Optimization exercise on an open flow, not production practice. RTL: at most simulated, not proved equivalent. Function not checked: run 7. Power: default activity.

### flow/config.mk
export PLATFORM = sky130hd
export DESIGN_NAME = rafter_sweep
export DESIGN_NICKNAME = rafter_sweep
export VERILOG_FILES = /design/flow/design.v
export SDC_FILE = /design/flow/constraint.sdc
export NUM_CORES = 4
export LEC_CHECK = 0
export CAP_MARGIN = 20
export CORE_MARGIN = 2
export CORE_UTILIZATION = 40
export SLEW_MARGIN = 20
export SYNTH_HIERARCHICAL = 1
export SYNTH_MINIMUM_KEEP_SIZE = 0
### flow/constraint.sdc
create_clock -name core_clock -period 40.0 [get_ports {clk}]
set_input_delay 8.0000 -clock core_clock [delete_from_list [all_inputs] [get_ports {clk}]]
set_output_delay 8.0000 -clock core_clock [all_outputs]
set_load 0.01 [all_outputs]
### flow/design.v
module rafter_sweep (
    input  wire         clk,
    input  wire         rst,
    input  wire         in_valid,
    output reg          in_ready,
    input  wire         first_pass,    
    input  wire         present,       
    input  wire [9:0]   p_i,           
    input  wire [15:0]  p_a,           
    input  wire [2:0]   p_h,           
    input  wire [31:0]  p_t,           
    input  wire [9:0]   ipeak,
    input  wire [31:0]  hold,
    input  wire [9:0]   decay,
    input  wire [3:0]   edge_count,    
    input  wire [63:0]  e_d,           
    input  wire [63:0]  e_a,           
    input  wire [63:0]  e_mask,        
    input  wire [87:0]  e_speed,       
    input  wire [79:0]  s_i,           
    input  wire [127:0] s_a,           
    input  wire [23:0]  s_h,           
    output reg          out_valid,
    input  wire         out_ready,
    output wire [9:0]   q_i,
    output wire [15:0]  q_a,
    output wire [2:0]   q_h,
    output wire [31:0]  q_t,
    output wire         refreshed
);
    function automatic gt10(input [9:0] a, input [9:0] b);
        integer i;
        reg     cy;
        begin
            cy = 1'b0;
            for (i = 0; i < 10; i = i + 1)
                cy = (a[i] & ~b[i]) | ((a[i] | ~b[i]) & cy);
            gt10 = cy;
        end
    endfunction
    wire accept  = in_valid && in_ready;
    wire deliver = out_valid && out_ready;
    reg         v0;
    reg         r_first_pass, r_present;
    reg [9:0]   r_p_i;
    reg [15:0]  r_p_a;
    reg [2:0]   r_p_h;
    reg [31:0]  r_p_t;
    reg [9:0]   r_ipeak;
    reg [31:0]  r_hold;
    reg [9:0]   r_decay;
    reg [3:0]   r_edge_count;
    reg [63:0]  r_e_d, r_e_a, r_e_mask;
    reg [87:0]  r_e_speed;
    reg [79:0]  r_s_i;
    reg [127:0] r_s_a;
    reg [23:0]  r_s_h;
    always @(posedge clk) begin
        v0           <= !rst && accept;
        r_first_pass <= first_pass;
        r_present    <= present;
        r_p_i        <= p_i;
        r_p_a        <= p_a;
        r_p_h        <= p_h;
        r_p_t        <= p_t;
        r_ipeak      <= ipeak;
        r_hold       <= hold;
        r_decay      <= decay;
        r_edge_count <= edge_count;
        r_e_d        <= e_d;
        r_e_a        <= e_a;
        r_e_mask     <= e_mask;
        r_e_speed    <= e_speed;
        r_s_i        <= s_i;
        r_s_a        <= s_a;
        r_s_h        <= s_h;
    end
    wire        inj     = r_first_pass && r_present && (r_p_i < r_ipeak);
    wire        t_zero  = (r_p_t == 32'd0);
    wire        do_dec  = r_first_pass && !r_present && !t_zero;
    wire        do_fade = r_first_pass && !r_present && t_zero;
    wire [9:0]  faded   = (r_p_i > r_decay) ? r_p_i - r_decay : 10'd0;
    wire [9:0]  i0      = inj ? r_ipeak : (do_fade ? faded : r_p_i);
    wire        h_clr   = do_fade && (faded == 10'd0);
    wire        t_hold0 = r_first_pass && r_present;
    wire [31:0] t0      = r_p_t - {31'd0, do_dec};
    wire [7:0]  v;
    wire [9:0]  c  [0:7];
    wire [2:0]  hh [0:7];
    genvar g;
    generate
        for (g = 0; g < 8; g = g + 1) begin : edge_q
            wire [7:0]  a    = r_e_a[g*8 +: 8];
            wire [7:0]  mask = r_e_mask[g*8 +: 8];
            wire [9:0]  si   = r_s_i[g*10 +: 10];
            wire [2:0]  sh   = r_s_h[g*3 +: 3];
            wire        d_ok;
            rs_dcmp u_dcmp (
                .d   (r_e_d[g*8 +: 8]),
                .spd (r_e_speed[g*11 +: 11]),
                .sa  (r_s_a[g*16 +: 16]),
                .ok  (d_ok)
            );
            assign v[g]  = !r_present && (r_edge_count > g) && d_ok &&
                           mask[sh] && (si > {2'b00, a});
            assign c[g]  = si - {2'b00, a};
            assign hh[g] = sh;
        end
    endgenerate
    wire [7:0] w;
    generate
        for (g = 0; g < 8; g = g + 1) begin : win
            wire [7:0] beat;
            genvar k;
            for (k = 0; k < 8; k = k + 1) begin : vs
                if (k < g)
                    assign beat[k] = !v[k] || gt10(c[g], c[k]);
                else if (k > g)
                    assign beat[k] = !v[k] || !gt10(c[k], c[g]);
                else
                    assign beat[k] = v[g];
            end
            assign w[g] = &beat;
        end
    endgenerate
    reg [9:0] mc;
    reg [2:0] mh;
    integer   j;
    always @(*) begin
        mc = 10'd0;
        mh = 3'd0;
        for (j = 0; j < 8; j = j + 1) begin
            mc = mc | ({10{w[j]}} & c[j]);
            mh = mh | ({3{w[j]}} & hh[j]);
        end
    end
    wire mv = |v;
    wire take = mv && gt10(mc, i0);
    wire sust = mv && !gt10(i0, mc);
    wire [61:0] res = {
        take ? mc : i0,
        (take || inj) ? 16'd0 : r_p_a,
        take ? mh : (h_clr ? 3'd0 : r_p_h),
        (sust || t_hold0) ? r_hold : t0,
        take || inj
    };
    reg [61:0] slot0, slot1, slot2;
    reg [2:0]  wp, rp;         
    reg [1:0]  cnt;            
    wire [2:0] base   = {1'b0, cnt} + {2'd0, v0};
    wire [1:0] cnt_d  = base[1:0] - 2'd1;                
    wire [1:0] cnt_n  = deliver ? cnt_d : base[1:0];
    wire       val_n  = deliver ? (base >= 3'd2) : (base != 3'd0);
    wire       rdy_d  = !accept || (base <= 3'd2);
    wire       rdy_k  = accept ? (base <= 3'd1) : (base <= 3'd2);
    wire       rdy_n  = deliver ? rdy_d : rdy_k;
    always @(posedge clk) begin
        if (v0 && wp[0]) slot0 <= res;
        if (v0 && wp[1]) slot1 <= res;
        if (v0 && wp[2]) slot2 <= res;
    end
    always @(posedge clk) begin
        if (rst) begin
            wp        <= 3'b001;
            rp        <= 3'b001;
            cnt       <= 2'd0;
            out_valid <= 1'b0;
            in_ready  <= 1'b1;
        end else begin
            if (v0)      wp <= {wp[1:0], wp[2]};
            if (deliver) rp <= {rp[1:0], rp[2]};
            cnt       <= cnt_n;
            out_valid <= val_n;
            in_ready  <= rdy_n;
        end
    end
    assign {q_i, q_a, q_h, q_t, refreshed} =
        ({62{rp[0]}} & slot0) | ({62{rp[1]}} & slot1) | ({62{rp[2]}} & slot2);
endmodule
module rs_dcmp (
    input  wire [7:0]  d,
    input  wire [10:0] spd,
    input  wire [15:0] sa,
    output wire        ok
);
    wire [87:0] pn;
    genvar i, j;
    generate
        for (i = 0; i < 8; i = i + 1) begin : pr
            for (j = 0; j < 11; j = j + 1) begin : pc
                assign pn[i*11+j] = ~(d[i] & spd[j]);
            end
        end
    endgenerate
    wire w1, w2;
    rs_fa  uw1 (.a(pn[6]), .b(pn[16]), .c(1'b1), .s(w1), .co(w2));
    wire w3, w4;
    rs_fa  uw3 (.a(pn[7]), .b(pn[17]), .c(pn[27]), .s(w3), .co(w4));
    wire w5, w6;
    rs_fa  uw5 (.a(pn[37]), .b(pn[47]), .c(1'b1), .s(w5), .co(w6));
    wire w7, w8;
    rs_fa  uw7 (.a(pn[8]), .b(pn[18]), .c(pn[28]), .s(w7), .co(w8));
    wire w9, w10;
    rs_fa  uw9 (.a(pn[38]), .b(pn[48]), .c(pn[58]), .s(w9), .co(w10));
    wire w11, w12;
    rs_fa  uw11 (.a(pn[68]), .b(pn[78]), .c(1'b1), .s(w11), .co(w12));
    wire w13, w14;
    rs_fa  uw13 (.a(pn[9]), .b(pn[19]), .c(pn[29]), .s(w13), .co(w14));
    wire w15, w16;
    rs_fa  uw15 (.a(pn[39]), .b(pn[49]), .c(pn[59]), .s(w15), .co(w16));
    wire w17, w18;
    rs_fa  uw17 (.a(pn[69]), .b(pn[79]), .c(sa[1]), .s(w17), .co(w18));
    wire w19, w20;
    rs_fa  uw19 (.a(pn[10]), .b(pn[20]), .c(pn[30]), .s(w19), .co(w20));
    wire w21, w22;
    rs_fa  uw21 (.a(pn[40]), .b(pn[50]), .c(pn[60]), .s(w21), .co(w22));
    wire w23, w24;
    rs_fa  uw23 (.a(pn[70]), .b(pn[80]), .c(sa[2]), .s(w23), .co(w24));
    wire w25, w26;
    rs_fa  uw25 (.a(pn[21]), .b(pn[31]), .c(pn[41]), .s(w25), .co(w26));
    wire w27, w28;
    rs_fa  uw27 (.a(pn[51]), .b(pn[61]), .c(pn[71]), .s(w27), .co(w28));
    wire w29, w30;
    rs_fa  uw29 (.a(pn[81]), .b(sa[3]), .c(1'b1), .s(w29), .co(w30));
    wire w31, w32;
    rs_fa  uw31 (.a(pn[32]), .b(pn[42]), .c(pn[52]), .s(w31), .co(w32));
    wire w33, w34;
    rs_fa  uw33 (.a(pn[62]), .b(pn[72]), .c(pn[82]), .s(w33), .co(w34));
    wire w35, w36;
    rs_fa  uw35 (.a(pn[43]), .b(pn[53]), .c(pn[63]), .s(w35), .co(w36));
    wire w37, w38;
    rs_fa  uw37 (.a(pn[4]), .b(pn[14]), .c(1'b1), .s(w37), .co(w38));
    wire w39, w40;
    rs_fa  uw39 (.a(pn[5]), .b(pn[15]), .c(pn[25]), .s(w39), .co(w40));
    wire w41, w42;
    rs_fa  uw41 (.a(pn[35]), .b(pn[45]), .c(1'b1), .s(w41), .co(w42));
    wire w43, w44;
    rs_fa  uw43 (.a(w1), .b(pn[26]), .c(pn[36]), .s(w43), .co(w44));
    wire w45, w46;
    rs_fa  uw45 (.a(pn[46]), .b(pn[56]), .c(pn[66]), .s(w45), .co(w46));
    wire w47, w48;
    rs_fa  uw47 (.a(w2), .b(w3), .c(w5), .s(w47), .co(w48));
    wire w49, w50;
    rs_fa  uw49 (.a(pn[57]), .b(pn[67]), .c(pn[77]), .s(w49), .co(w50));
    wire w51, w52;
    rs_fa  uw51 (.a(w4), .b(w6), .c(w7), .s(w51), .co(w52));
    wire w53, w54;
    rs_fa  uw53 (.a(w9), .b(w11), .c(sa[0]), .s(w53), .co(w54));
    wire w55, w56;
    rs_fa  uw55 (.a(w8), .b(w10), .c(w12), .s(w55), .co(w56));
    wire w57, w58;
    rs_fa  uw57 (.a(w13), .b(w15), .c(w17), .s(w57), .co(w58));
    wire w59, w60;
    rs_fa  uw59 (.a(w14), .b(w16), .c(w18), .s(w59), .co(w60));
    wire w61, w62;
    rs_fa  uw61 (.a(w19), .b(w21), .c(w23), .s(w61), .co(w62));
    wire w63, w64;
    rs_fa  uw63 (.a(w20), .b(w22), .c(w24), .s(w63), .co(w64));
    wire w65, w66;
    rs_fa  uw65 (.a(w25), .b(w27), .c(w29), .s(w65), .co(w66));
    wire w67, w68;
    rs_fa  uw67 (.a(w26), .b(w28), .c(w30), .s(w67), .co(w68));
    wire w69, w70;
    rs_fa  uw69 (.a(w31), .b(w33), .c(sa[4]), .s(w69), .co(w70));
    wire w71, w72;
    rs_fa  uw71 (.a(w32), .b(w34), .c(w35), .s(w71), .co(w72));
    wire w73, w74;
    rs_fa  uw73 (.a(pn[73]), .b(pn[83]), .c(sa[5]), .s(w73), .co(w74));
    wire w75, w76;
    rs_fa  uw75 (.a(w36), .b(pn[54]), .c(pn[64]), .s(w75), .co(w76));
    wire w77, w78;
    rs_fa  uw77 (.a(pn[74]), .b(pn[84]), .c(sa[6]), .s(w77), .co(w78));
    wire w79, w80;
    rs_fa  uw79 (.a(pn[65]), .b(pn[75]), .c(pn[85]), .s(w79), .co(w80));
    wire w81, w82;
    rs_fa  uw81 (.a(pn[3]), .b(pn[13]), .c(1'b1), .s(w81), .co(w82));
    wire w83, w84;
    rs_fa  uw83 (.a(w37), .b(pn[24]), .c(pn[34]), .s(w83), .co(w84));
    wire w85, w86;
    rs_fa  uw85 (.a(w38), .b(w39), .c(w41), .s(w85), .co(w86));
    wire w87, w88;
    rs_fa  uw87 (.a(w40), .b(w42), .c(w43), .s(w87), .co(w88));
    wire w89, w90;
    rs_fa  uw89 (.a(w44), .b(w46), .c(w47), .s(w89), .co(w90));
    wire w91, w92;
    rs_fa  uw91 (.a(w48), .b(w50), .c(w51), .s(w91), .co(w92));
    wire w93, w94;
    rs_fa  uw93 (.a(w52), .b(w54), .c(w55), .s(w93), .co(w94));
    wire w95, w96;
    rs_fa  uw95 (.a(w56), .b(w58), .c(w59), .s(w95), .co(w96));
    wire w97, w98;
    rs_fa  uw97 (.a(w60), .b(w62), .c(w63), .s(w97), .co(w98));
    wire w99, w100;
    rs_fa  uw99 (.a(w64), .b(w66), .c(w67), .s(w99), .co(w100));
    wire w101, w102;
    rs_fa  uw101 (.a(w68), .b(w70), .c(w71), .s(w101), .co(w102));
    wire w103, w104;
    rs_fa  uw103 (.a(w72), .b(w74), .c(w75), .s(w103), .co(w104));
    wire w105, w106;
    rs_fa  uw105 (.a(w76), .b(w78), .c(w79), .s(w105), .co(w106));
    wire w107, w108;
    rs_fa  uw107 (.a(w80), .b(pn[76]), .c(pn[86]), .s(w107), .co(w108));
    wire w109, w110;
    rs_fa  uw109 (.a(pn[2]), .b(pn[12]), .c(1'b1), .s(w109), .co(w110));
    wire w111, w112;
    rs_fa  uw111 (.a(w81), .b(pn[23]), .c(pn[33]), .s(w111), .co(w112));
    wire w113, w114;
    rs_fa  uw113 (.a(w82), .b(w83), .c(pn[44]), .s(w113), .co(w114));
    wire w115, w116;
    rs_fa  uw115 (.a(w84), .b(w85), .c(pn[55]), .s(w115), .co(w116));
    wire w117, w118;
    rs_fa  uw117 (.a(w86), .b(w87), .c(w45), .s(w117), .co(w118));
    wire w119, w120;
    rs_fa  uw119 (.a(w88), .b(w89), .c(w49), .s(w119), .co(w120));
    wire w121, w122;
    rs_fa  uw121 (.a(w90), .b(w91), .c(w53), .s(w121), .co(w122));
    wire w123, w124;
    rs_fa  uw123 (.a(w92), .b(w93), .c(w57), .s(w123), .co(w124));
    wire w125, w126;
    rs_fa  uw125 (.a(w94), .b(w95), .c(w61), .s(w125), .co(w126));
    wire w127, w128;
    rs_fa  uw127 (.a(w96), .b(w97), .c(w65), .s(w127), .co(w128));
    wire w129, w130;
    rs_fa  uw129 (.a(w98), .b(w99), .c(w69), .s(w129), .co(w130));
    wire w131, w132;
    rs_fa  uw131 (.a(w100), .b(w101), .c(w73), .s(w131), .co(w132));
    wire w133, w134;
    rs_fa  uw133 (.a(w102), .b(w103), .c(w77), .s(w133), .co(w134));
    wire w135, w136;
    rs_fa  uw135 (.a(w104), .b(w105), .c(sa[7]), .s(w135), .co(w136));
    wire w137, w138;
    rs_fa  uw137 (.a(w106), .b(w107), .c(sa[8]), .s(w137), .co(w138));
    wire w139, w140;
    rs_fa  uw139 (.a(w108), .b(pn[87]), .c(sa[9]), .s(w139), .co(w140));
    wire [19:0] r1n = {1'b1, w140, w138, w136, w134, w132, w130, w128, w126, w124, w122, w120, w118, w116, w114, w112, w110, w109, pn[1], pn[0]};
    wire [19:0] r2n = {1'b1, sa[10], w139, w137, w135, w133, w131, w129, w127, w125, w123, w121, w119, w117, w115, w113, w111, pn[22], pn[11], 1'b1};
    wire [19:0] u = r1n + r2n + 20'd1;
    assign ok = (|sa[15:11]) | u[19];
endmodule
module rs_fa (
    input  wire a, b, c,
    output wire s, co
);
    assign s  = a ^ b ^ c;
    assign co = (a & b) | (a & c) | (b & c);
endmodule
### flow/run.sh
#!/bin/bash
# synth_recipe.tcl (not shown) runs the flow's synth.tcl, then flattens the netlist and writes it again
# the make line also repeats each setting of config.mk as NAME=value (left out here)
make -C /OpenROAD-flow-scripts/flow DESIGN_CONFIG=/design/flow/config.mk WORK_HOME=/design/flow/orfs CLKGATE_MAP_FILE= SYNTH_SCRIPT=/design/flow/synth_recipe.tcl finish
==> flow_summary.ini, run 1 <==
[run_status]
outcome = timing/DRC/antenna clean

[critical_path]
critPathLaunchType = flip-flop
crit_slowest_cell = clkdlybuf4s50_1
path_class = reg2out
path_max_fanout = 53
cp_slowest_stage_delay_ns = 0.56
required_ns = 32.00
crit_path_cell_trace = buf_4 -> a222oi_1 -> inv_1 -> clkdlybuf4s50_1
crit_path_end_kind = output port
cp.arrival_ns = 2.65

[timing]
worst-slew-pin-transition_ns = 1.19
setup_viol = 0
max_freq_ghz = 0.0939
hold_viol = 0
finalClockSkew_ns = 0.0693
finalMaxSlewViolations = 0
fin_crit_ns = 10.65
fin_crit_sh_pct = 26.6
rsz0062_at_grt = false
slew-limit-headroom_pct = 20.3
tns_ns = 0

[cts]
cts-hold-fix-buffers = 0
numClockSinks = 828
insertion_delay_ns = 0.71
cts_tree = yes
post_cts_buffers = 0
root_buffer = clkbuf_16
cts_resized = 0
cts.clk_slew.worst_paths_ns = 0.06
clockBufferDepth = 3
cts-buffers-inserted = 87
htreeDepth = 3

[routing]
drc = 0
ant_nets = 0
vias = 39500
m1WireLength_um = 67800
drtIter0Drc = 3926
firstDrtPassIters = 8
vias_per_cell = 5.60
routed_wl_um = 171000
dr_wl_met3_um = 13200
wl_per_cell_um = 24.3
top_layer = met5
wl_met2_um = 80000

[yosys]
synth.distinct_cells = 116
synth-seq-area-share_pct = 36.6
syn_area_mm2 = 0.0504
synth_ff_type = dfxtp_1
synth_cells = 4666
synth-seq-cells = 828
syn_area_per_cell_um2 = 10.8
ys_async_sr_fraction_pct = 0
ys.warnings.count = 7
synth_edf_count = 186

[power]
ir_worst_vdd_mv = 0.0348
p_switching_mw = 1.11
power_density_mw_per_mm2 = 49.6
power.leakage_nw = 23.8
clkPwrFrac_pct = 27.3
p_sw_share_pct = 36.2
pwr-share-comb_pct = 40.9
intPower_mw = 1.97
seq_power_share_pct = 31.8
power_mw = 3.08

[grt]
antenna_found_initial = 33
track_usage_pct = 26.5
grt_pass1_wl_um = 258000
grt_pass1_vias = 40900
overflow = 0
grt_max_degree = 54

[cells_and_area]
syn2layout_area_growth_pct = 23.2
drive_above_1_share_pct = 6.79
final_common_cell = nand2_1
nNetsFinal = 6733
layout_common_cells = nand2_1 (867), clkdlybuf4s50_1 (698), dfxtp_1 (639)

[die]
die_w_um = 359
ios = 699
die_area_mm2 = 0.129
core.rowCount = 130
initial_core_util_pct = 40.2
core_mm2 = 0.125
die_h_um = 359

[place]
io_buffers = 698
hpwlAfterDp_um = 136000
place_congestion = 1.02

[run]
max_cap_viol_count = 0

[worst_hold_path]
hp-class = reg2reg
final cells by class:
type,instances,area (um^2)
clock buffer,119,2440
antenna,25,62.6
sequential,828,18400
clock inverter,42,588
inverter,209,785
fill,11300,63300
tap,1650,2060
timing repair buffer,760,7450
multi-input combinational,3414,30300
critical path, delay by kind of cell, from the launching register on:
kind,cells,cell delay (ns)
buffers and inverters,3,1.21
flip-flops,1,0.47
AO/OA/AOI/OAI,1,0.24
kinds of logic after synthesis:
logic type,count (synthesis),synth area share (%)
AO/OA/AOI/OAI,889,13.1
other,8,0.0596
adder cells (fa/ha/maj),857,29.5
buffers and inverters,480,3.86
XOR/XNOR,103,1.80
multiplexers,65,1.95
AND/OR/NAND/NOR,1436,13.1
flip-flops,828,36.6
state kept, by name, summed over array words and instances (netlist names), 64 cells and up:
| register | cells |
|---|---|
| r_e_d | 64 |
| r_s_a | 128 |
| r_e_a | 64 |
| r_e_speed | 88 |
| r_e_mask | 64 |
| r_s_i | 80 |
per-module statistics from Yosys (local to each module, per instance):
| module | flops+latches | copies in the design | area, um^2 | cells inside |
|---|---|---|---|---|
| rafter_sweep | 828 | 1 | 32900 | 2914 |
| rs_dcmp | 0 | 8 | 790 | 149 |
| rs_fa | 0 | 560 | 20.0 | 1 |
cell usage after synthesis (13+ instances only):
library cell	count	share of area, %
a211o_1	16	0.28
a211oi_1	42	0.63
a21o_1	48	0.71
a21oi_1	176	1.7
a221oi_1	22	0.38
a222oi_1	91	1.8
a22oi_1	42	0.63
a31oi_1	25	0.31
and2_1	31	0.38
and3_1	16	0.20
buf_2	45	0.45
clkbuf_1	212	1.6
dfxtp_1	642	25
edfxtp_1	186	11
fa_1	570	23
ha_1	228	5.7
inv_1	207	1.5
maj3_1	47	0.93
mux2_4	28	0.83
mux2i_1	18	0.36
mux4_2	15	0.67
nand2_1	867	6.5
nand2b_1	36	0.45
nand3_1	43	0.43
nand4_1	51	0.63
nor2_1	177	1.3
nor2b_1	22	0.27
nor3_1	44	0.44
nor4_1	26	0.32
o2111ai_1	22	0.38
o211a_1	13	0.26
o211ai_1	44	0.66
o21a_1	15	0.22
o21ai_0	98	0.97
o221ai_1	27	0.47
o22ai_1	45	0.56
o31ai_1	16	0.24
or4_1	15	0.22
xnor2_1	46	0.80
xor2_1	56	0.97
stage by stage:
step / util (%) / cells / hold slack, ns / instance area (um^2) / setup slack [ns]
detailed placement: 47.1 / 6861 / 0.455 / 59000 / 30.13
floorplan: - / 4722 / 0.431 / 50600 / 30.93
finish: 49.5 / 7047 / 0.465 / 62100 / 29.35
global route: 49.5 / 7043 / 0.488 / 62100 / 29.21
CTS: 49.5 / 7022 / 0.469 / 62100 / 29.32
global placement: 47.1 / 6861 / 0.448 / 59000 / 30.16
path summary, 6_finish.rpt:
kind | from | end | slack, ns | depth (start not counted)
worst min register to register | wp[0] | wp[0] | 0.46 | 1
worst max-delay path | rp[0] | q_a[10] | 29.35 | 4
worst min-delay path | wp[0] | wp[0] | 0.46 | 1
worst max register to register | r_e_d[28] | slot1[32] | 30.27 | 26
layer usage:
layer	vias to the layer above	track usage (%)
met2	1889	43.1
met1	19500	32.7
li1	17600	-
met3	459	5.62
met4	10	14.8
met5	-	0
power groups by stage:
stage	registers [mW]	clock network, mW	logic [mW]
6_report	0.978	0.843	1.26
4_1_cts	0.977	0.864	1.26
3_3_place_gp	0.996	0	1.23
2_1_floorplan	0.955	0	0.881
5_1_grt	0.983	0.898	1.40
3_5_place_dp	0.995	0	1.25
Testbench counts, summed over its fixed seeds: cycles 20,496, items 20,480.
==> run 2: changes to the inputs <==
--- a/flow/config.mk
+++ b/flow/config.mk
@@ -8,5 +8,5 @@
 export CAP_MARGIN = 20
 export CORE_MARGIN = 2
-export CORE_UTILIZATION = 40
+export CORE_UTILIZATION = 60
 export SLEW_MARGIN = 20
 export SYNTH_HIERARCHICAL = 1
==> run 2 against run 1 <==
Net effect:
- combinational power hardly changed
- clock power fell by 0.8%
- final cell count shrank 8.1%
- fmax decreased by 0.31%
- critical path depth unchanged
- design area is 1.4% lower
- sequential share of layout area grew 0.41 points
- flip-flop and latch count unchanged
- hold slack better by 0.0038 ns
- die area is 33% lower
- global-route usage rose by 11 points
- clock-buffer cell count down 6
- critical endpoint is now q_i[6]
- largest cell class unchanged
- largest power group unchanged
==> flow_summary.ini, run 2 <==
[run_status]
outcome = timing/DRC/antenna clean

[cells_and_area]
largest_register_ffs = 128
fin_util_pct = 73.5
drive_above_1_share_pct = 6.45
final_common_cell = nand2_1
layout_common_cells = nand2_1 (867), clkdlybuf4s50_1 (698), dfxtp_1 (639)
regMostFlops = r_s_a
final_area_mm2 = 0.0613
stdcell_count = 6479
syn2layout_area_growth_pct = 21.6
nNetsFinal = 6711
largest_registers = r_s_a x128, r_e_speed x88, r_s_i x80

[timing]
finalClockSkew_ns = 0.0461
fin_crit_sh_pct = 26.7
setup_viol = 0
hold-worst-slack_ns = 0.468
slew-limit-headroom_pct = 21.1
layout_setup_ws_ns = 29.32
rsz0062_at_grt = false
finalMaxSlewViolations = 0
worst-slew-pin-transition_ns = 1.17
tns_ns = 0
fin_crit_ns = 10.68
hold_viol = 0
max_freq_ghz = 0.0936

[yosys]
synth_top_cell_by_area = dfxtp_1
ys_async_sr_fraction_pct = 0
synth-seq-area-share_pct = 36.6
synth.distinct_cells = 116
ys.warnings.count = 7
synth_ff_type = dfxtp_1
ys_top_cells_by_area = dfxtp_1 (25%), fa_1 (23%), edfxtp_1 (11%)
synth_edf_count = 186
synth-seq-cells = 828
syn_area_mm2 = 0.0504
synth.most_common_cell = nand2_1
syn_area_per_cell_um2 = 10.8
synth_top_cell_area_share_pct = 25.5
synth_cells = 4666
synth.top_cells.by_count = nand2_1 (867), dfxtp_1 (642), fa_1 (570)

[place]
io_buffers = 698
hpwlAfterDp_um = 125000
place_congestion = 1.03
placed_area_mm2 = 0.0582
dp_cells = 6272
dpl_worst_slack_ns = 30.06

[critical_path]
required_ns = 32.00
crit_path_cell_trace = buf_4 -> a222oi_1 -> inv_1 -> clkdlybuf4s50_1
crit_start = rp[1]
critPathLaunchType = flip-flop
reg2regPathDepth = 27
path_max_fanout = 58
cp.arrival_ns = 2.68
r2r_slack_ns = 30.23
path_class = reg2out
r2r_end = slot1[3]
crit_slowest_cell = buf_4
crit_path_end_kind = output port
timing.rr.start = r_e_d[57]
cp_slowest_stage_delay_ns = 0.59
cp-endpoint = q_i[6]

[routing]
routed_wl_um = 160000
vias = 40000
ant_nets = 0
wl_per_cell_um = 24.7
drtIter0Drc = 4448
vias_per_cell = 6.17
drc = 0
firstDrtPassIters = 8

[grt]
track_usage_pct = 37.2
overflow = 0
antenna_found_initial = 51
grt_pass1_vias = 40500
grt_pass1_wl_um = 242000
grt_max_degree = 63

[cts]
cts.clk_slew.worst_paths_ns = 0.06
cts_tree = yes
cts_resized = 0
insertion_delay_ns = 0.69
numClockSinks = 828
cts-buffers-inserted = 84
clockBufferDepth = 3
root_buffer = clkbuf_16
cts-hold-fix-buffers = 0
post_cts_buffers = 0
htreeDepth = 3

[power]
ir_worst_vdd_mv = 0.0406
power.leakage_nw = 23.7
power_density_mw_per_mm2 = 50.1
power_mw = 3.07

[die]
die_h_um = 294
die_area_mm2 = 0.0864
die_w_um = 294
core.rowCount = 106
ios = 699
core_mm2 = 0.0834
initial_core_util_pct = 60.4

[worst_hold_path]
hp-class = reg2reg

[run]
max_cap_viol_count = 0
-- run 2: layer usage --
layer  share of wire [%]  track usage, %  wire length (um)
met1                  36            46.0             58200
met4                 6.7            21.6             10800
met2                  46            59.5             74500
met3                  10            9.22             16700
met5               0.072               0               115
-- run 2: area by class of cell --
| cell class | count | area [um^2] |
|---|---|---|
| repair buffers | 741 | 7310 |
| inverters | 209 | 785 |
| diodes | 49 | 123 |
| clock inverters | 45 | 612 |
| fillers | 5792 | 22100 |
| multi-input cells | 3414 | 30300 |
| flip-flops and latches | 828 | 18400 |
| well taps | 1080 | 1350 |
| clock buffers | 113 | 2380 |
-- run 2: logic make-up (layout without fill, tap and decap cells) --
family	count (synthesis)	after routing	synth area share, %
DFF	828	828	36.6
adders and majority gates	857	857	29.5
buffers and inverters	480	1108	3.86
and+or+nand+nor	1436	1436	13.1
xor gates and xnor gates	103	103	1.80
other	8	113	0.0596
AOI/OAI and AO/OA	889	889	13.1
muxes	65	65	1.95
-- run 2: power breakdown --
part / switching [mW] / internal [mW]
sequential: 0.0495 / 0.923
combinational: 0.707 / 0.557
clock: 0.346 / 0.490
total: 1.10 / 1.97
-- run 2: worst min path at each step --
stage	start	end	slack [ns]	depth (start not counted)
2_1_floorplan	wp[0]	wp[0]	0.43	1
5_1_grt	wp[0]	wp[0]	0.50	1
3_5_place_dp	wp[0]	wp[0]	0.45	1
4_1_cts	wp[0]	wp[0]	0.47	1
6_report	wp[0]	wp[0]	0.47	1
3_3_place_gp	wp[0]	wp[0]	0.44	1
-- run 2: worst max-delay path, delay by kind of cell (launching register included) --
family | cells | cell delay [ns]
buf+inv | 3 | 1.28
flops | 1 | 0.42
compound gates | 1 | 0.26
-- run 2: Yosys stat by module, one instance, submodules excluded --
| module | area (um^2) | times used | flops+latches | cells inside |
|---|---|---|---|---|
| rs_fa | 20.0 | 560 | 0 | 1 |
| rafter_sweep | 32900 | 1 | 828 | 2914 |
| rs_dcmp | 790 | 8 | 0 | 149 |
==> run 3: changes to the inputs <==
--- a/flow/design.v
+++ b/flow/design.v
@@ -39,6 +39,4 @@
         end
     endfunction
-    wire accept  = in_valid && in_ready;
-    wire deliver = out_valid && out_ready;
     reg         v0;
     reg         r_first_pass, r_present;
@@ -57,5 +55,5 @@
     reg [23:0]  r_s_h;
     always @(posedge clk) begin
-        v0           <= !rst && accept;
+        v0           <= !rst && acc;
         r_first_pass <= first_pass;
         r_present    <= present;
@@ -145,29 +143,28 @@
         take || inj
     };
-    reg [61:0] slot0, slot1, slot2;
-    reg [2:0]  wp, rp;         
-    reg [1:0]  cnt;            
+    reg [61:0] hd, s1, s2;
+    reg [1:0]  cnt;
+    wire       vq     = (cnt != 2'd0);                  
+    wire       rdy    = !((cnt == 2'd3) || (cnt == 2'd2 && v0));   
+    wire       deliver = vq && out_ready;
+    wire       acc    = in_valid && rdy;
     wire [2:0] base   = {1'b0, cnt} + {2'd0, v0};
-    wire [1:0] cnt_d  = base[1:0] - 2'd1;                
+    wire [1:0] cnt_d  = base[1:0] - 2'd1;
     wire [1:0] cnt_n  = deliver ? cnt_d : base[1:0];
     wire       val_n  = deliver ? (base >= 3'd2) : (base != 3'd0);
-    wire       rdy_d  = !accept || (base <= 3'd2);
-    wire       rdy_k  = accept ? (base <= 3'd1) : (base <= 3'd2);
+    wire       rdy_d  = !acc || (base <= 3'd2);
+    wire       rdy_k  = acc ? (base <= 3'd1) : (base <= 3'd2);
     wire       rdy_n  = deliver ? rdy_d : rdy_k;
     always @(posedge clk) begin
-        if (v0 && wp[0]) slot0 <= res;
-        if (v0 && wp[1]) slot1 <= res;
-        if (v0 && wp[2]) slot2 <= res;
+        if (!vq || out_ready)               hd <= (cnt >= 2'd2) ? s1 : res;
+        if (out_ready || cnt <= 2'd1)       s1 <= (cnt == 2'd3) ? s2 : res;
+        if (out_ready || cnt <= 2'd2)       s2 <= res;
     end
     always @(posedge clk) begin
         if (rst) begin
-            wp        <= 3'b001;
-            rp        <= 3'b001;
             cnt       <= 2'd0;
             out_valid <= 1'b0;
             in_ready  <= 1'b1;
         end else begin
-            if (v0)      wp <= {wp[1:0], wp[2]};
-            if (deliver) rp <= {rp[1:0], rp[2]};
             cnt       <= cnt_n;
             out_valid <= val_n;
@@ -175,6 +172,5 @@
         end
     end
-    assign {q_i, q_a, q_h, q_t, refreshed} =
-        ({62{rp[0]}} & slot0) | ({62{rp[1]}} & slot1) | ({62{rp[2]}} & slot2);
+    assign {q_i, q_a, q_h, q_t, refreshed} = hd;
 endmodule
 module rs_dcmp (
--- a/flow/config.mk
+++ b/flow/config.mk
@@ -8,5 +8,7 @@
 export CAP_MARGIN = 20
 export CORE_MARGIN = 2
-export CORE_UTILIZATION = 60
+export CORE_UTILIZATION = 40
+export CTS_BUF_LIST = sky130_fd_sc_hd__clkbuf_8
+export CTS_CLUSTER_SIZE = 30
 export SLEW_MARGIN = 20
 export SYNTH_HIERARCHICAL = 1
==> run 3 against run 2 <==
Net effect:
- final cell count grew 14%
- combinational power grew about 20%
- synthesized cell count up 5.4%
- fmax decreased by 5.7%
- sequential power rose by 13%
- highest routed layer unchanged
==> flow_summary.ini, run 3 <==
[cells_and_area]
nNetsFinal = 7020
largest_registers = r_s_a x128, r_e_speed x88, r_s_i x80
syn2layout_area_growth_pct = 23.3
final_common_cell = nand2_1
stdcell_count = 7379
layout_common_cells = nand2_1 (923), clkdlybuf4s50_1 (698), dfxtp_1 (635)
largest_register_ffs = 128
regMostFlops = r_s_a
drive_above_1_share_pct = 7.63

[yosys]
ys_async_sr_fraction_pct = 0
synth_top_cell_by_area = dfxtp_1
synth_edf_count = 186
syn_area_per_cell_um2 = 10.5
synth_cells = 4916
synth.distinct_cells = 112
synth-seq-cells = 822
syn_area_mm2 = 0.0517
ys.warnings.count = 7
ys_top_cells_by_area = dfxtp_1 (25%), fa_1 (22%), edfxtp_1 (11%)
synth_ff_type = dfxtp_1
synth.top_cells.by_count = nand2_1 (924), dfxtp_1 (636), fa_1 (570)
synth-seq-area-share_pct = 35.4
synth_top_cell_area_share_pct = 24.6
synth.most_common_cell = nand2_1

[critical_path]
path_class = reg2reg
cp.arrival_ns = 11.93
crit_path_end_kind = flip-flop
critPathLaunchType = flip-flop
required_ns = 40.60
r2r_slack_ns = 28.67
path_max_fanout = 32

[grt]
overflow = 0
grt_pass1_wl_um = 269000
grt_pass1_vias = 42500
track_usage_pct = 27.0
grt_max_degree = 61
antenna_found_initial = 28

[place]
dp_cells = 7102
place_congestion = 0.992
io_buffers = 698
hpwlAfterDp_um = 139000

[die]
initial_core_util_pct = 40.4
core_mm2 = 0.128
die_area_mm2 = 0.132
die_w_um = 364
die_h_um = 364
ios = 699
core.rowCount = 131

[run]
max_cap_viol_count = 0

[timing]
worst-slew-pin-transition_ns = 1.15
finalClockSkew_ns = 0.0491
max_freq_ghz = 0.0883
finalMaxSlewViolations = 0
fin_crit_ns = 11.33
fin_crit_sh_pct = 28.3
slew-limit-headroom_pct = 21.3
tns_ns = 0
hold_viol = 0
setup_viol = 0
rsz0062_at_grt = false

[cts]
htreeDepth = 4
root_buffer = clkbuf_8
cts-hold-fix-buffers = 0
cts.clk_slew.worst_paths_ns = 0.06
cts-buffers-inserted = 145
clockBufferDepth = 3
post_cts_buffers = 0
numClockSinks = 822
insertion_delay_ns = 0.88
cts_tree = yes
cts_resized = 0

[power]
power_density_mw_per_mm2 = 54.4
ir_worst_vdd_mv = 0.0450
power.leakage_nw = 24.9

[routing]
firstDrtPassIters = 7
drc = 0
vias = 41300
drtIter0Drc = 3513
routed_wl_um = 179000
vias_per_cell = 5.60
ant_nets = 0
wl_per_cell_um = 24.3

[run_status]
outcome = timing/DRC/antenna clean

[worst_hold_path]
hp-class = reg2reg
run 3: cell count changes after synthesis, moves of 17 or more:
cell / previous run / this run
a222oi_1: 91 / 18
inv_1: 207 / 169
mux2_4: 28 / 0
clkbuf_1: 212 / 261
o21ai_0: 98 / 125
nand2_1: 867 / 924
xnor2_1: 46 / 63
o221ai_1: 27 / 85
nor3_1: 44 / 62
nand3_1: 43 / 62
mux2i_1: 18 / 129
run 3: kinds of logic after synthesis:
group                      share of synthesized area, %
other                                            0.0581
muxes                                              3.39
and+or+nand+nor                                    13.9
xor gates and xnor gates                           1.88
AOI/OAI and AO/OA                                  13.1
DFF                                                35.4
adders and majority gates                          28.6
buffers and inverters                              3.57
run 3: power breakdown:
group,total (mW),internal [mW],switching [mW]
combinational,1.51,0.641,0.873
sequential,1.10,1.02,0.0863
clock,0.851,0.478,0.373
run 3: worst paths after layout:
path / to / cells after the start / from
max: hd[1] / 25 / r_e_d[27]
min reg2reg: s1[37] / 2 / s2[37]
max reg2reg: hd[1] / 25 / r_e_d[27]
min: s1[37] / 2 / s2[37]
run 3: modules after synthesis (local to each module, per instance):
module | area, um^2 | cells
rs_fa | 20.0 | 1
rafter_sweep | 34200 | 3164
rs_dcmp | 790 | 149
run 3: critical path, stage by stage (launching register included):
cell	delay, ns
dfxtp_1	0.67
nand2_1	0.16
fa_1	0.59
fa_1	0.43
fa_1	0.53
fa_1	0.43
ha_1	0.35
nand4_4	0.09
or4_1	0.52
a2bb2oi_1	0.14
o211ai_1	0.14
nor3b_1	0.59
nand2_1	0.34
a311oi_1	0.55
nand2_1	0.35
a2111oi_0	0.98
nor2_1	0.10
nor4b_2	0.22
nor3b_2	0.29
a2111oi_0	0.54
and3_1	0.44
maj3_2	0.28
a2111oi_4	0.07
nor4_2	0.70
nand3_2	0.90
o221a_2	0.63
run 3: area by class of cell:
cell class / count / area (um^2)
multi-input cells: 3675 / 31900
diodes: 15 / 37.5
well taps: 1662 / 2080
fillers: 11600 / 64100
repair buffers: 770 / 7530
clock inverters: 82 / 739
flip-flops and latches: 822 / 18300
clock buffers: 180 / 2480
inverters: 173 / 649
run 3: stage by stage:
step / cell area (um^2) / power (mW) / hold slack, ns / setup WS (ns) / util (%)
finish: 63700 / 3.47 / 0.523 / 28.67 / 49.8
global route: 63700 / 3.70 / 0.543 / 28.38 / 49.8
CTS: 63700 / 3.49 / 0.522 / 28.93 / 49.8
detailed placement: 60500 / 2.62 / 0.508 / 28.96 / 47.3
global placement: 60500 / 2.60 / 0.507 / 28.99 / 47.3
floorplan: 51900 / 2.09 / 0.496 / 29.72 / -
run 3: metal layers:
layer	vias to the layer above	global-route usage, %	routed length (um)
met4	14	12.4	8210
met3	385	6.44	14500
met2	1761	43.4	83000
met5	-	0	83
li1	18700	-	-
met1	20500	34.5	73100
Testbench counts of run 3, summed over its fixed seeds: cycles 20,496, items 20,480.
==> run 4: changes to the inputs <==
--- a/flow/config.mk
+++ b/flow/config.mk
@@ -9,6 +9,4 @@
 export CORE_MARGIN = 2
 export CORE_UTILIZATION = 40
-export CTS_BUF_LIST = sky130_fd_sc_hd__clkbuf_8
-export CTS_CLUSTER_SIZE = 30
 export SLEW_MARGIN = 20
 export SYNTH_HIERARCHICAL = 1
==> run 4 against run 3 <==
Net effect:
- die area unchanged
- sequential share of layout area down 0.059 points
- still clean
- clock power up 8.2%
- synthesized cell count unchanged
- hold slack about the same
- critical path depth up 1
- core utilization up 0.10 points
- power up 2.0%
- setup slack better by 0.21 ns
==> flow_summary.ini, run 4 <==
[routing]
drtIter0Drc = 3473
drc = 0
ant_nets = 0
vias_per_cell = 5.62
vias = 41000
routed_wl_um = 178000
wl_per_cell_um = 24.5
firstDrtPassIters = 6

[yosys]
synth.distinct_cells = 112
ys_async_sr_fraction_pct = 0
synth_top_cell_area_share_pct = 24.6
synth_cells = 4916
ys_top_cells_by_area = dfxtp_1 (25%), fa_1 (22%), edfxtp_1 (11%)
syn_area_per_cell_um2 = 10.5
synth_edf_count = 186
synth_ff_type = dfxtp_1
syn_area_mm2 = 0.0517
synth.most_common_cell = nand2_1
ys.warnings.count = 7
synth_top_cell_by_area = dfxtp_1
synth-seq-area-share_pct = 35.4
synth.top_cells.by_count = nand2_1 (924), dfxtp_1 (636), fa_1 (570)
synth-seq-cells = 822

[cells_and_area]
fin_util_pct = 49.9
final_common_cell = nand2_1
nNetsFinal = 6967
drive_above_1_share_pct = 6.72
largest_register_ffs = 128
seqCellArea_mm2 = 0.0183
regMostFlops = r_s_a
multi_input_area_mm2 = 0.0319
syn2layout_area_growth_pct = 23.5
largest_registers = r_s_a x128, r_e_speed x88, r_s_i x80
layout_common_cells = nand2_1 (923), clkdlybuf4s50_1 (698), dfxtp_1 (635)
fillers = 11600
final_area_mm2 = 0.0639

[timing]
rsz0062_at_grt = false
finalClockSkew_ns = 0.0727
fin_crit_ns = 11.12
setup_viol = 0
max_freq_ghz = 0.0899
tns_ns = 0
slew-limit-headroom_pct = 26.5
fin_crit_sh_pct = 27.8
finalMaxSlewViolations = 0
hold_viol = 0
layout_setup_ws_ns = 28.88
worst-slew-pin-transition_ns = 1.07

[critical_path]
cp_common_cell = fa_1
cp.arrival_ns = 11.59
crit_slowest_cell = nand3_2
reg2regPathDepth = 26
r2r_end = hd[2]
cp_slowest_stage_delay_ns = 0.86
path_class = reg2reg
timing.rr.start = r_e_d[27]
path_max_fanout = 32
r2r_slack_ns = 28.88
critPathLaunchType = flip-flop
crit_path_end_kind = flip-flop
required_ns = 40.48

[die]
die_area_mm2 = 0.132
die_h_um = 364
core.rowCount = 131
ios = 699
initial_core_util_pct = 40.4
core_mm2 = 0.128
die_w_um = 364

[cts]
cts.clk_slew.worst_paths_ns = 0.06
numClockSinks = 822
cts-hold-fix-buffers = 0
post_cts_buffers = 0
cts_tree = yes
root_buffer = clkbuf_16
htreeDepth = 3
cts_resized = 0
insertion_delay_ns = 0.73
clockBufferDepth = 3
cts-buffers-inserted = 92

[place]
placed_area_mm2 = 0.0605
io_buffers = 698
place_congestion = 0.992
dpl_worst_slack_ns = 28.96
hpwlAfterDp_um = 139000

[worst_hold_path]
holdCritStartpoint = s2[37]
worstHoldEndpoint = s1[37]
hp-class = reg2reg
holdPathStages = 2

[grt]
grt_pass1_vias = 42200
grt_pass1_wl_um = 268000
grt_max_degree = 61
track_usage_pct = 26.9
overflow = 0
antenna_found_initial = 25

[power]
ir_worst_vdd_mv = 0.0436
power_density_mw_per_mm2 = 55.4
power.leakage_nw = 24.7

[run_status]
outcome = timing/DRC/antenna clean

[run]
max_cap_viol_count = 0
-- run 4: metrics by stage --
stage	power [mW]	hold slack, ns	instances
6_report	3.54	0.523	7288
5_1_grt	3.76	0.547	7284
4_1_cts	3.56	0.514	7275
3_5_place_dp	2.62	0.508	7102
3_3_place_gp	2.60	0.507	7102
2_1_floorplan	2.09	0.496	4972
-- run 4: logic make-up after synthesis --
| family | Yosys count | share of synthesized area (%) |
|---|---|---|
| AOI/OAI and AO/OA | 948 | 13.1 |
| xor gates and xnor gates | 110 | 1.88 |
| adders and majority gates | 852 | 28.6 |
| buffers and inverters | 475 | 3.57 |
| DFF | 822 | 35.4 |
| muxes | 155 | 3.39 |
| other | 8 | 0.0581 |
| and+or+nand+nor | 1546 | 13.9 |
-- run 4: worst max-delay path by stage --
stage	cells past startpoint	from	to
finish	26	r_e_d[27]	hd[2]
global route	26	r_e_d[27]	s1[2]
CTS	26	r_e_d[29]	hd[2]
detailed placement	26	r_e_d[27]	hd[1]
global placement	25	r_e_d[27]	hd[1]
floorplan	1	out_ready	s2[0]
-- run 4: layout make-up --
| cell class | instances | share of cell area [%] |
|---|---|---|
| Timing Repair Buffer | 770 | 11.8 |
| Inverter | 173 | 1.02 |
| Multi-Input combinational cell | 3675 | 49.9 |
| Antenna cell | 13 | 0.0509 |
| Tap cell | 1662 | 3.26 |
| Clock buffer | 117 | 4.04 |
| Clock inverter | 56 | 1.21 |
| Sequential cell | 822 | 28.7 |
-- run 4: layer usage --
| layer | wire, um | share of wire, % | vias up | global-route usage [%] |
|---|---|---|---|---|
| met3 | 14800 | 8.3 | 362 | 6.29 |
| met4 | 8370 | 4.7 | 14 | 11.6 |
| met2 | 82600 | 46 | 1724 | 43.4 |
| li1 | - | - | 18500 | - |
| met5 | 77 | 0.043 | - | 0 |
| met1 | 72600 | 41 | 20300 | 34.5 |
-- run 4: worst max-delay path, delay by kind of cell (launching register included) --
kind,cells,cell delay [ns]
and+or+nand+nor,11,5.00
adders and majority gates,5,2.32
DFF,1,0.67
AOI/OAI and AO/OA,10,2.84
-- run 4: power by group --
group / switching, mW / internal [mW]
clock network: 0.374 / 0.548
logic: 0.871 / 0.641
registers: 0.0863 / 1.02
-- run 4: per-module statistics from Yosys, one instance, submodules excluded --
module / cells inside / area (um^2) / flip-flops and latches
rs_dcmp: 149 / 790 / 0
rs_fa: 1 / 20.0 / 0
rafter_sweep: 3164 / 34200 / 822
==> run 5: changes to the inputs <==
--- a/flow/design.v
+++ b/flow/design.v
@@ -94,4 +94,5 @@
             wire [2:0]  sh   = r_s_h[g*3 +: 3];
             wire        d_ok;
+            wire [10:0] df   = {1'b0, si} - {3'b000, a};    
             rs_dcmp u_dcmp (
                 .d   (r_e_d[g*8 +: 8]),
@@ -101,6 +102,6 @@
             );
             assign v[g]  = !r_present && (r_edge_count > g) && d_ok &&
-                           mask[sh] && (si > {2'b00, a});
-            assign c[g]  = si - {2'b00, a};
+                           mask[sh] && !df[10] && (df[9:0] != 10'd0);
+            assign c[g]  = df[9:0];
             assign hh[g] = sh;
         end
==> flow/flow/run.sh (new file) <==
#!/bin/bash
# The standard layout, with the port buffers made of the platform's
# smallest buffer (buf_1) instead of the delay buffer buffer_ports picks.
set -euo pipefail
export BUFFER_PORTS_ARGS="-buffer_cell sky130_fd_sc_hd__buf_1"
bash standard.sh > standard.log 2>&1
==> flow/standard.sh (new file) <==
#!/bin/bash
# synth_recipe.tcl (not shown) runs the flow's synth.tcl, then flattens the netlist and writes it again
# the make line also repeats each setting of config.mk as NAME=value (left out here)
make -C /OpenROAD-flow-scripts/flow DESIGN_CONFIG=/design/flow/config.mk WORK_HOME=/design/flow/orfs CLKGATE_MAP_FILE= SYNTH_SCRIPT=/design/flow/synth_recipe.tcl "${@:-finish}"
removed: flow/run.sh
==> run 5 against run 4 <==
Net effect:
- still clean on timing, DRC and antenna
- critical path depth is 3 higher
- register-to-register slack better by 1.2 ns
- sequential power hardly changed
- area after synthesis is 0.76% lower
- clock-buffer cell count is 3 higher
- final cell count is 1.2% higher
- synthesized cell count is 1.3% higher
- first-iteration DRC count is 1.8% lower
- combinational power is 13% lower
- wire length is 1.5% lower
- global-route usage is 0.23 points lower
- clock power is 8.8% lower
- largest cell class unchanged
==> flow_summary.ini, run 5 <==
[run_status]
outcome = timing/DRC/antenna clean

[routing]
routed_wl_um = 176000
firstDrtPassIters = 6
wl_per_cell_um = 23.8
vias_per_cell = 5.56
ant_nets = 0
drtIter0Drc = 3412
drc = 0
vias = 41000

[yosys]
synth_top_family_by_area = adder cells
syn_area_per_cell_um2 = 10.3
ys_async_sr_fraction_pct = 0
synth_top_cell_by_area = dfxtp_1
synth_edf_count = 186
synth_ff_type = dfxtp_1
synth-seq-cells = 822
ys.warnings.count = 7
synth-simple-area-share_pct = 14.2
synth-seq-area-share_pct = 35.7
synth.distinct_cells = 105
synth_top_cell_area_share_pct = 24.8
synth_compound_area_share_pct = 13.0
synth-xor-area-share_pct = 1.99
synth_mux_area_share_pct = 2.29
synth_cells = 4981
syn_area_mm2 = 0.0513
synth.most_common_cell = nand2_1
synthAdderAreaFrac_pct = 29.0
ys_top_cells_by_area = dfxtp_1 (25%), fa_1 (22%), edfxtp_1 (11%)
synth.top_cells.by_count = nand2_1 (996), dfxtp_1 (636), fa_1 (570)

[grt]
antenna_found_initial = 34
grt_pass1_wl_um = 262000
overflow = 0
grt_pass1_vias = 41900
track_usage_pct = 26.7
grt_max_degree = 63

[critical_path]
crit_path_end_kind = flip-flop
path_class = reg2reg
crit_buf_inv = 2
cp.arrival_ns = 10.35
required_ns = 40.46
cp_common_cell = fa_1
crit_slowest_cell = nor4_2
crit_family = compound AO/OA/AOI/OAI gates
cp_slowest_stage_delay_ns = 0.73
path_max_fanout = 32
critPathLaunchType = flip-flop

[die]
core.rowCount = 131
initial_core_util_pct = 40.3
die_h_um = 362
die_w_um = 362
die_area_mm2 = 0.131
ios = 699
core_mm2 = 0.127

[timing]
max_freq_ghz = 0.101
tns_ns = 0
hold_viol = 0
setup_viol = 0
finalClockSkew_ns = 0.0480
rsz0062_at_grt = false
hold-worst-slack_ns = 0.514
slew-limit-headroom_pct = 17.9
finalMaxSlewViolations = 0
worst-slew-pin-transition_ns = 1.23
fin_crit_ns = 9.89
layout_setup_ws_ns = 30.11
fin_crit_sh_pct = 24.7

[cts]
htreeDepth = 3
cts_resized = 0
cts-hold-fix-buffers = 0
root_buffer = clkbuf_16
numClockSinks = 822
cts-buffers-inserted = 89
insertion_delay_ns = 0.73
clockBufferDepth = 3
cts_tree = yes
post_cts_buffers = 0
cts.clk_slew.worst_paths_ns = 0.06

[cells_and_area]
nNetsFinal = 7060
fillers = 12000
largest_register_ffs = 128
final_common_cell = nand2_1
fin_util_pct = 46.3
syn2layout_area_growth_pct = 14.9
layout_common_cells = nand2_1 (996), buf_1 (698), dfxtp_1 (635)
drive_above_1_share_pct = 6.90
largest_registers = r_s_a x128, r_e_speed x88, r_s_i x80
regMostFlops = r_s_a

[place]
dpl_worst_slack_ns = 29.86
io_buffers = 698
place_congestion = 1.03
hpwlAfterDp_um = 138000

[power]
power_mw = 3.24
power_density_mw_per_mm2 = 54.9
power.leakage_nw = 22.3
ir_worst_vdd_mv = 0.0519

[worst_hold_path]
hp-class = reg2reg

[run]
max_cap_viol_count = 0
## run 5: changes by cell type in the layout (fill, tap and decap cells not counted), moves of 19 or more
cell and delta:
inv_1 +39, nand2_1 +73, o31ai_1 +42, o221ai_1 -48
o21ai_1 +46, mux2i_1 -78, nor2_1 +35, mux2_2 +19
buf_1 +698, o22ai_1 -22, o21ai_0 +46, clkdlybuf4s50_1 -698
## run 5: worst paths after layout
kind / start / to / slack [ns] / cells past startpoint
max reg2reg: r_e_d[12] / s1[3] / 30.11 / 29
min: s2[37] / s1[37] / 0.51 / 2
min reg2reg: s2[37] / s1[37] / 0.51 / 2
max: r_e_d[12] / s1[3] / 30.11 / 29
## run 5: modules after synthesis, one instance, submodules excluded
module / flops+latches / area [um^2] / copies in the design / cells
rafter_sweep: 822 / 33800 / 1 / 3229
rs_dcmp: 0 / 790 / 8 / 149
rs_fa: 0 / 20.0 / 560 / 1
## run 5: final cells by class
class / count / area (um^2) / share of cell area (%)
multi-input combinational: 3727 / 31400 / 53.3
clock buffer: 120 / 2560 / 4.33
clock inverter: 42 / 510 / 0.866
sequential: 822 / 18300 / 31.1
timing repair buffer: 777 / 3220 / 5.47
tap: 1662 / 2080 / 3.53
antenna: 18 / 45.0 / 0.0764
inverter: 210 / 788 / 1.34
## run 5: worst reg2reg max path: cells and delay by family (launching register included)
kind,cells,cell delay [ns]
simple gates,7,2.27
flops,1,0.65
buf+inv,2,0.79
fa+ha+maj,6,2.61
mux,1,0.47
compound gates,13,2.80
## run 5: metal layers
metal  global-route usage, %  routed length (um)  up-vias
li1                        -                   -    18600
met1                    34.3               71600    20300
met2                    43.5               82300     1769
met3                    5.89               14000      394
met4                    11.1                7500       34
met5                       0                 196        -
## run 5: cells by family after synthesis
| group | Yosys count |
|---|---|
| AO/OA/AOI/OAI | 978 |
| XOR/XNOR | 116 |
| adder cells (fa/ha/maj) | 860 |
| buffers and inverters | 488 |
| flip-flops | 822 |
| multiplexers | 96 |
| other | 8 |
| AND/OR/NAND/NOR | 1613 |
## run 5: stage by stage
step	std cells	instance area [um^2]
floorplan	5037	51500
global placement	7196	55800
detailed placement	7197	55800
CTS	7359	58900
global route	7369	58900
finish	7378	59000
## run 5: power by group
group | total [mW] | internal (mW) | switching (mW) | leakage [nW]
clock network | 0.840 | 0.477 | 0.363 | 1.49
registers | 1.08 | 1.00 | 0.0775 | 7.36
logic | 1.31 | 0.516 | 0.797 | 13.5
Testbench counts of run 5, summed over its fixed seeds: cycles 20,496, items 20,480.
==> run 6: changes to the inputs <==
==> flow/flow/run.sh (replaced) <==
#!/bin/bash
# The standard layout, with the port buffers made of the platform's
# smallest buffer (buf_1), and timing repair asked to leave 30.5 ns of setup
# slack at the design's 40 ns clock.
set -euo pipefail
export BUFFER_PORTS_ARGS="-buffer_cell sky130_fd_sc_hd__buf_1"
export SETUP_SLACK_MARGIN=30.5
export TNS_END_PERCENT=100
bash standard.sh > standard.log 2>&1
==> run 6 against run 5 <==
Net effect:
- still clean
- clock skew grew 0.0096 ns
- power grew 1.7%
- via count grew 0.45%
- flip-flop and latch count is the same
- non-clock buffer count shrank 4
- design area grew 0.55%
- hold slack gained 0.00073 ns
==> flow_summary.ini, run 6 <==
[power]
intPower_mw = 2.05
pwr-share-comb_pct = 40.1
seq_power_share_pct = 32.8
p_switching_mw = 1.24
power.leakage_nw = 22.4
clkPwrFrac_pct = 27.1
power_density_mw_per_mm2 = 55.5
ir_worst_vdd_mv = 0.0519
p_sw_share_pct = 37.7

[critical_path]
r2r_slack_ns = 30.82
crit_family = flip-flops
cp.arrival_ns = 1.32
crit_slowest_cell = edfxtp_1
crit_buf_inv = 1
path_max_fanout = 1
crit_path_cell_trace = buf_1
critPathLaunchType = flip-flop
cp_slowest_stage_delay_ns = 0.32
path_class = reg2out
crit_path_end_kind = output port
required_ns = 32.00
critical_path_depth = 1
reg2regPathDepth = 27

[yosys]
synth_cells = 4981
synth_top_cell_area_share_pct = 24.8
syn_area_mm2 = 0.0513
ys.warnings.count = 7
ys_async_sr_fraction_pct = 0
synth_edf_count = 186
synth-seq-area-share_pct = 35.7
synth.most_common_cell = nand2_1
synth.distinct_cells = 105
synth-seq-cells = 822
synth_ff_type = dfxtp_1
syn_area_per_cell_um2 = 10.3
synth_top_cell_by_area = dfxtp_1
ys_top_cells_by_area = dfxtp_1 (25%), fa_1 (22%), edfxtp_1 (11%)
synth.top_cells.by_count = nand2_1 (996), dfxtp_1 (636), fa_1 (570)

[cells_and_area]
nNetsFinal = 7058
syn2layout_area_growth_pct = 15.6
fin_util_pct = 46.6
largest_register_ffs = 128
layout_common_cells = nand2_1 (996), buf_1 (698), dfxtp_1 (616)
final_common_cell = nand2_1
regMostFlops = r_s_a
drive_above_1_share_pct = 7.51
largest_registers = r_s_a x128, r_e_speed x88, r_s_i x80

[grt]
track_usage_pct = 26.6
antenna_found_initial = 34
overflow = 0
grt_max_degree = 110
grt_pass1_vias = 42500
grt_pass1_wl_um = 262000

[place]
io_buffers = 698
hpwlAfterDp_um = 137000
place_congestion = 1.02

[cts]
root_buffer = clkbuf_16
insertion_delay_ns = 0.73
clockBufferDepth = 3
cts_tree = yes
cts-buffers-inserted = 90
numClockSinks = 822
cts.clk_slew.worst_paths_ns = 0.06
htreeDepth = 3

[routing]
wl_per_cell_um = 23.8
ant_nets = 0
firstDrtPassIters = 6
drc = 0
vias = 41200
vias_per_cell = 5.58
drtIter0Drc = 3669
routed_wl_um = 176000

[die]
core_mm2 = 0.127
core.rowCount = 131
die_w_um = 362
initial_core_util_pct = 40.3
ios = 699
die_h_um = 362
die_area_mm2 = 0.131

[timing]
setup_viol = 0
hold_viol = 0
fin_crit_ns = 9.32
max_freq_ghz = 0.107
fin_crit_sh_pct = 23.3
hold-worst-slack_ns = 0.515
worst-slew-pin-transition_ns = 1.14
finalMaxSlewViolations = 0
tns_ns = 0
finalClockSkew_ns = 0.0576
slew-limit-headroom_pct = 22.1
rsz0062_at_grt = false

[run]
max_cap_viol_count = 0

[worst_hold_path]
holdPathStages = 2
hp-class = reg2reg

[run_status]
outcome = timing/DRC/antenna clean
## run 6: cell counts after synthesis
Identical to the previous run, type by type.
## run 6: path summary, 6_finish.rpt
check	startpoint	endpoint
max	hd[60]	q_i[8]
min	s1[37]	hd[37]
max reg2reg	r_e_d[56]	hd[12]
min reg2reg	s1[37]	hd[37]
## run 6: cell families (layout without fill, tap and decap cells)
kind of cell,Yosys count,in the layout,synth area share (%)
adders and majority gates,860,860,29.0
and+or+nand+nor,1613,1614,14.2
xor gates and xnor gates,116,116,1.99
buffers and inverters,488,1150,3.74
DFF,822,822,35.7
other,8,88,0.0585
muxes,96,96,2.29
AOI/OAI and AO/OA,978,978,13.0
## run 6: what timing repair did
action,CTS,global route
gates resized for setup,4,36
endpoints found under the hold margin,0,0
buffers inserted,1,0
pin swaps,1,1
hold buffers,0,0
setup endpoints to repair,145,169
gates cloned,0,1
## run 6: per-module statistics from Yosys, one instance, submodules excluded
module,copies in the design,cells inside,area [um^2],flops+latches
rs_fa,560,1,20.0,0
rs_dcmp,8,149,790,0
rafter_sweep,1,3229,33800,822
## run 6: final cells by class
type	instances	area (um^2)
Tap cell	1662	2080
Antenna cell	24	60.1
Timing Repair Buffer	773	3210
Sequential cell	822	18300
Inverter	210	788
Clock buffer	124	2670
Multi-Input combinational cell	3728	31500
Fill cell	12100	68100
Clock inverter	43	592
## run 6: routing by layer
metal  vias to the layer above  part of all wire [%]  track usage [%]
met3                       420                   8.4             5.95
met1                     20400                    40             34.0
met5                         -                  0.12                0
met4                        32                   4.5             11.5
li1                      18600                     -                -
met2                      1827                    47             43.2
## run 6: through the flow
step / setup slack (ns) / cell area, um^2 / cells / power [mW]
6_report: 30.68 / 59300 / 7386 / 3.29
2_1_floorplan: 29.72 / 51500 / 5037 / 1.99
5_1_grt: 30.52 / 59300 / 7374 / 3.51
4_1_cts: 30.55 / 59100 / 7360 / 3.30
3_5_place_dp: 30.03 / 55800 / 7192 / 2.40
3_3_place_gp: 30.08 / 55800 / 7192 / 2.37
## run 6: power groups by stage
stage / registers (mW) / clock network, mW / logic [mW]
floorplan: 1.07 / 0 / 0.914
global placement: 1.09 / 0 / 1.28
detailed placement: 1.10 / 0 / 1.30
CTS: 1.08 / 0.914 / 1.31
global route: 1.09 / 0.946 / 1.47
finish: 1.08 / 0.891 / 1.32
## run 6: tightest hold or removal path, stage by stage (launching register included)
cell and delay, ns:
edfxtp_1 0.32, nand2_1 0.05, o31ai_1 0.05
==> run 7: changes to the inputs <==
--- a/flow/design.v
+++ b/flow/design.v
@@ -107,32 +107,30 @@
         end
     endgenerate
-    wire [7:0] w;
+    wire [9:0] m1c [0:3];
+    wire [2:0] m1h [0:3];
+    wire [3:0] m1v;
     generate
-        for (g = 0; g < 8; g = g + 1) begin : win
-            wire [7:0] beat;
-            genvar k;
-            for (k = 0; k < 8; k = k + 1) begin : vs
-                if (k < g)
-                    assign beat[k] = !v[k] || gt10(c[g], c[k]);
-                else if (k > g)
-                    assign beat[k] = !v[k] || !gt10(c[k], c[g]);
-                else
-                    assign beat[k] = v[g];
-            end
-            assign w[g] = &beat;
+        for (g = 0; g < 4; g = g + 1) begin : lvl1
+            wire r = v[2*g+1] && (!v[2*g] || gt10(c[2*g+1], c[2*g]));
+            assign m1c[g] = r ? c[2*g+1]  : c[2*g];
+            assign m1h[g] = r ? hh[2*g+1] : hh[2*g];
+            assign m1v[g] = v[2*g] || v[2*g+1];
         end
     endgenerate
-    reg [9:0] mc;
-    reg [2:0] mh;
-    integer   j;
-    always @(*) begin
-        mc = 10'd0;
-        mh = 3'd0;
-        for (j = 0; j < 8; j = j + 1) begin
-            mc = mc | ({10{w[j]}} & c[j]);
-            mh = mh | ({3{w[j]}} & hh[j]);
+    wire [9:0] m2c [0:1];
+    wire [2:0] m2h [0:1];
+    wire [1:0] m2v;
+    generate
+        for (g = 0; g < 2; g = g + 1) begin : lvl2
+            wire r = m1v[2*g+1] && (!m1v[2*g] || gt10(m1c[2*g+1], m1c[2*g]));
+            assign m2c[g] = r ? m1c[2*g+1] : m1c[2*g];
+            assign m2h[g] = r ? m1h[2*g+1] : m1h[2*g];
+            assign m2v[g] = m1v[2*g] || m1v[2*g+1];
         end
-    end
-    wire mv = |v;
+    endgenerate
+    wire       r3  = m2v[1] && (!m2v[0] || gt10(m2c[1], m2c[0]));
+    wire [9:0] mc  = r3 ? m2c[1] : m2c[0];
+    wire [2:0] mh  = r3 ? m2h[1] : m2h[0];
+    wire       mv  = m2v[0] || m2v[1];
     wire take = mv && gt10(mc, i0);
     wire sust = mv && !gt10(i0, mc);
==> run 7 against run 6 <==
Net effect:
- design area grew 2.6%
- clock skew is 0.013 ns lower
- synthesized cell count fell by 9.6%
- non-clock buffer count grew 151
- clock power is 4.8% lower
- fmax fell by 7.9%
- clock-buffer cell count is 2 lower
- largest power group unchanged
- highest routed layer unchanged
==> flow_summary.ini, run 7 <==
[run_status]
outcome = timing/DRC/antenna clean

[yosys]
syn_area_per_cell_um2 = 10.9
ys.warnings.count = 7
ys_top_cells_by_area = dfxtp_1 (26%), fa_1 (23%), edfxtp_1 (11%)
synth.most_common_cell = nand2_1
syn_area_mm2 = 0.0491
synth.top_cells.by_count = nand2_1 (923), dfxtp_1 (636), fa_1 (570)
synth_edf_count = 186
synth_cells = 4501
synth-seq-cells = 822
synth-seq-area-share_pct = 37.3
synth_top_cell_by_area = dfxtp_1
synth_ff_type = dfxtp_1

[die]
ios = 699
die_w_um = 354
core.rowCount = 128

[cts]
cts.clk_slew.worst_paths_ns = 0.07
clockBufferDepth = 3
htreeDepth = 3
cts-hold-fix-buffers = 0
insertion_delay_ns = 0.73
cts-buffers-inserted = 88
root_buffer = clkbuf_16

[grt]
antenna_found_initial = 28
met1_usage_pct = 31.7
busiest_layer = met2
grt_pass1_vias = 39200
global_route.usage.met3_pct = 4.63
grt_pass1_wl_um = 234000
use_met2_pct = 39.9

[place]
place_congestion = 0.905
io_buffers = 698
dp_cells = 6654
dpl_worst_slack_ns = 27.14
hpwlAfterDp_um = 114000

[timing]
max_freq_ghz = 0.0988
setup_viol = 0
hold_viol = 0
tns_ns = 0
fin_crit_sh_pct = 25.3
slew-limit-headroom_pct = 31.3
worst-slew-pin-transition_ns = 1.03
layout_setup_ws_ns = 29.88

[cells_and_area]
nNetsFinal = 6766
fillers = 10900
layout_common_cells = nand2_1 (913), buf_1 (698), fa_1 (521)
stdcell_count = 7054
syn2layout_area_growth_pct = 23.9
final_common_cell = nand2_1
largest_register_ffs = 128
drive_above_1_share_pct = 16.6

[power]
ir_worst_vdd_mv = 0.0450
power_mw = 3.73
p_switching_mw = 1.38
power.leakage_nw = 23.3
seq_power_share_pct = 29.7
p_sw_share_pct = 37.1

[critical_path]
crit_path_end_kind = flip-flop
path_class = reg2reg
cp.arrival_ns = 10.57
cp_slowest_stage_delay_ns = 0.58
required_ns = 40.45
path_max_fanout = 9
critPathLaunchType = flip-flop

[routing]
drtIter0Drc = 2635
vias = 38200
firstDrtPassIters = 6
ant_nets = 0
wl_per_cell_um = 21.9
vias_per_cell = 5.41

[run]
max_cap_viol_count = 0
==> run 7: cell count changes in the layout (fill, tap and decap cells not counted), sizes merged, moves of 33 or more <==
cell     change
and2        +38
buf        +143
inv         -58
maj3        -46
nand2       -72
nor2        -76
o2111ai     +33
o21ai      -105
o31ai       -41
==> run 7: cell type report <==
type,count,area (um^2),share of cell area (%)
clock buffers,122,2560,4.21
clock inverters,42,482,0.792
well taps,1625,2030,3.34
inverters,147,568,0.934
diodes,22,55.1,0.0905
repair inverters,3,38.8,0.0638
multi-input cells,3347,31200,51.4
repair buffers,924,5140,8.45
flip-flops and latches,822,18700,30.8
==> run 7: power groups by stage <==
stage	clock [mW]	sequential, mW	combinational (mW)
6_report	0.848	1.11	1.77
5_1_grt	0.904	1.12	1.94
4_1_cts	0.871	1.11	1.64
3_5_place_dp	0	1.13	1.28
3_3_place_gp	0	1.13	1.26
2_1_floorplan	0	1.09	0.959
==> run 7: repair_timing <==
action                     CTS  global route
setup endpoints to repair  183           183
gates cloned                22             5
pin swaps                  127            73
gates resized for setup    484           172
buffers inserted           128            59
==> run 7: final timing paths <==
| kind | from | end | slack [ns] | cells after the start |
|---|---|---|---|---|
| worst min-delay path | s2[56] | s1[56] | 0.52 | 2 |
| worst max register to register | r_e_d[57] | hd[0] | 29.88 | 34 |
| worst max-delay path | r_e_d[57] | hd[0] | 29.88 | 34 |
| worst min register to register | s2[56] | s1[56] | 0.52 | 2 |
==> run 7: worst max-delay path, delay by kind of cell, from the launching register on <==
| kind | cells | cell delay, ns |
|---|---|---|
| compound gates | 15 | 3.79 |
| fa+ha+maj | 5 | 2.30 |
| buf+inv | 4 | 0.53 |
| flops | 1 | 0.42 |
| mux | 3 | 0.89 |
| simple gates | 7 | 1.92 |
==> run 7: layer usage <==
metal | part of all wire (%) | vias up | wire length, um
li1 | - | 17300 | -
met1 | 41 | 19000 | 63800
met2 | 48 | 1506 | 73500
met3 | 6.9 | 303 | 10600
met4 | 4.1 | 4 | 6360
met5 | 0.017 | - | 27
==> run 7: logic make-up (layout without fill, tap and decap cells) <==
family          count (synthesis)  count (layout)  synth area share, %
fa+ha+maj                     814             814                 29.4
mux                           124             124                 3.09
buf+inv                       391            1238                 3.20
other cells                     8              86               0.0612
xor+xnor                       73              73                 1.32
simple gates                 1475            1475                 13.9
compound gates                794             797                 11.7
flops                         822             822                 37.3
==> run 7: metrics by stage <==
stage	area, um^2	utilization, %	hold slack [ns]
finish	60800	50.0	0.521
global route	60800	50.0	0.542
CTS	59500	48.9	0.518
detailed placement	53100	43.6	0.508
global placement	53100	43.6	0.498
floorplan	49300	-	0.495
==> run 7: Yosys stat by module (local to each module, per instance) <==
module / flip-flops and latches / copies in the design / area [um^2]
rafter_sweep: 822 / 1 / 31600
rs_dcmp: 0 / 8 / 790
rs_fa: 0 / 560 / 20.0
